What follows belongs to an exercise in optimizing a design on an open flow for small area, a short achievable clock period and few clock cycles per item; a production flow would make more cautious choices. The RTL was checked by simulation tests, not by an equivalence proof against the original design. Power figures rest on the tool's default switching activity, not on a simulated workload.

build 91:
Design dge_sha512, start of the top module:
module dge_sha512 (
    input  wire         clk,
    input  wire         rst,             
    input  wire         start,
    input  wire [7:0]   alg,             
    input  wire         resume,
    input  wire [511:0] resume_h,        
    input  wire [63:0]  resume_count,    
    input  wire         abort,
    input  wire         in_valid,
    output reg          in_ready,
    input  wire [63:0]  in_data,
    input  wire         in_last,
    input  wire [3:0]   in_nbytes,
    output reg          busy,
    output reg          done,
    output reg          err,
    output wire [511:0] digest
);
Size in the first run: roughly 2,300 flip-flops, ~1,200 I/O pins, about 120,000 sq um of cells after synthesis.
export LEC_CHECK = 0
export CAP_MARGIN = 20
export CORE_MARGIN = 2
export CORE_UTILIZATION = 45
export PLACE_DENSITY = 0.7
export SLEW_MARGIN = 20
export SYNTH_MEMORY_MAX_BITS = 8192
create_clock -name core_clock -period 13.0 [get_ports {clk}]
standard.sh (not shown) runs the stock make flow with config.mk's settings and CLKGATE_MAP_FILE= SYNTH_SCRIPT=/design/flow/synth_recipe.tcl, a recipe that flattens the netlist after the stock synthesis.
==> flow/flow/run.sh <==
#!/bin/bash
# Standard synthesis, then the standard layout with: repair_timing aiming at
# a setup margin below the clock period (the SDC is unchanged), and a plain
# buffer (flow/port_buffer.txt) on every port.
set -euo pipefail
MARGIN=$(cat flow/margin.txt)
PORTBUF=$(cat flow/port_buffer.txt)
bash standard.sh synth > synth.log 2>&1
bash standard.sh SETUP_SLACK_MARGIN=$MARGIN "BUFFER_PORTS_ARGS=-buffer_cell $PORTBUF" finish > layout.log 2>&1
==> flow/flow/margin.txt <==
7.0
==> flow/flow/port_buffer.txt <==
sky130_fd_sc_hd__buf_2
Testbench counts of build 91, summed over its fixed seeds: cycles 55,550, bytes 57,574.
Inputs modified between build 91 and build 51:
==> flow/flow/margin.txt <==
6.0
==> results.txt <==
The final layout from build 51, which completed every stage, passed the timing, DRC and antenna checks at the end of the flow. Number of logic stages on the critical path including buffering: build 51 < build 91. From build 51 to build 91, combined area of all synthesized cells did not move at all. From build 51 to build 91, synthesized netlist cell count did not move at all. In terms of wire length after detailed routing, build 51 and build 91 differ only marginally. ~same amount of wire on met2 after detailed routing in build 91 and build 51. Delta(average vias per placed instance, build 51 - build 91) > 0.
Edits applied to the flow inputs when going from build 51 to build 16:
==> flow/flow/margin.txt <==
8.5
### Flow results
- Build 16 reached the end of the flow, and the finished layout is clean on the timing, DRC and antenna checks.
- Between build 16 and build 51, it is build 16 whose proportion of power drawn by the clock network is lower, by 0.6 points.
- Per the comparison of build 16 with build 51, routed wire length per instance decreased 0.45%, power attributed to combinational cells now sits higher.
--- input diff build 16..build 45 ---
Settings: setting CTS_BUF_LIST to sky130_fd_sc_hd__clkbuf_8 for the first time.
Notes after the runs:
Count of plain and timing-repair buffers up 11% in build 45 wrt build 16
[build 45] cell area rose about 0.66% relative to build 16
From build 16 to build 45, placed instance count did not move at all.
Number of DRC violations after detailed-routing iteration 0 up 327 in build 45 wrt build 16
Taking build 16 as the reference point, the cell leakage power of build 45 rises by 1.2 nW.
Against build 16, build 45 reports a part of the total power dissipated in sequential elements that is higher.
Total length of routed met2 wires grows slightly when moving from build 16 to build 45.
Multi-input combinational cell area essentially unchanged between build 16 and build 45.
Build 45 vs. build 16: minimum clock period after layout went down 48 ps, post-cts gate resize count went up 17, total power went down about 3.5%.

Another version of the RTL of dge_sha512 (not shown whole).
For scale: ~13,000 cells after synthesis, ~2,300 flip-flops, about 1,200 I/O pins, ~130,000 um2 of cells after synthesis.
==> flow/config.mk <==
export PLATFORM = sky130hd
export DESIGN_NAME = dge_sha512
export DESIGN_NICKNAME = dge_sha512
export VERILOG_FILES = /design/flow/design.v
export SDC_FILE = /design/flow/constraint.sdc
export NUM_CORES = 8
export LEC_CHECK = 0
export ABC_AREA = 1
export CAP_MARGIN = 20
export CORE_MARGIN = 2
export CORE_UTILIZATION = 45
export PLACE_DENSITY = 0.7
export SLEW_MARGIN = 20
export SYNTH_MEMORY_MAX_BITS = 8192
==> flow/constraint.sdc <==
create_clock -name core_clock -period 13.0 [get_ports {clk}]
set_input_delay 2.6000 -clock core_clock [delete_from_list [all_inputs] [get_ports {clk}]]
set_output_delay 2.6000 -clock core_clock [all_outputs]
set_load 0.01 [all_outputs]
==> flow/flow/margin.txt <==
8.8
==> flow/flow/port_buffer.txt <==
sky130_fd_sc_hd__buf_1
Scripts as last shown in full above: flow/flow/run.sh
The first run went through all stages and came out clean.
Testbench counts at the start, summed over its fixed seeds: cycles 55,230, bytes 57,574.
Edit:
==> flow/flow/margin.txt (replaced) <==
8.5
CORE_UTILIZATION = 50   (was 45)
What happened:
- cell count went down by a few percent
- utilization went up by 4.2 points
- total power went up slightly
- synthesized cell count does not change
- clock-buffer cell count went up by 19
- routed wire length went up by a few percent
- via count went up slightly
- worst setup slack gets worse by 1.4 ns
- flip-flop and latch count is unchanged
- sequential share of layout area went up by 1.4 points
- fmax went down by a quarter to a third

-- what the ideal ports hide --
No port has a modelled driver above. Below, the same layouts with a new extraction and two added sets of constraints. Step 1: set_driving_cell puts a clkbuf_16 on clk and a buf_2 on each other input, an assumption about the parent block. Step 2 also shifts input and output timing later by t, the mid clock arrival at the registers, as if the neighbouring blocks saw the same clock. Slacks: ideal / step 1 / step 2; pairs: ideal / step 1.
run | t, ns | setup WS [ns] | worst setup path at the end | clock arrival spread, ns
build 91 | 1.042 | 7.044 / 7.044 / 6.745 | input to register | 0.112 / 0.112
build 51 | 1.050 | 6.104 / 6.104 / 6.104 | register to register | 0.101 / 0.101
build 16 | 1.065 | 7.256 / 7.256 / 7.256 | register to register | 0.103 / 0.103
build 45 | 1.215 | 7.304 / 7.304 / 7.304 | register to register | 0.111 / 0.111
the first run of note 2 | 1.044 | 8.459 / 8.459 / 7.749 | input to register | 0.079 / 0.079
the second run of note 2 | 1.006 | 7.086 / 7.086 / 7.086 | register to register | 0.100 / 0.100
After both steps setup and hold are still met in every run listed. The setup slack of the first run of note 2, which loses most, moves by 0.000 ns with the drivers and by -0.710 ns with both steps.
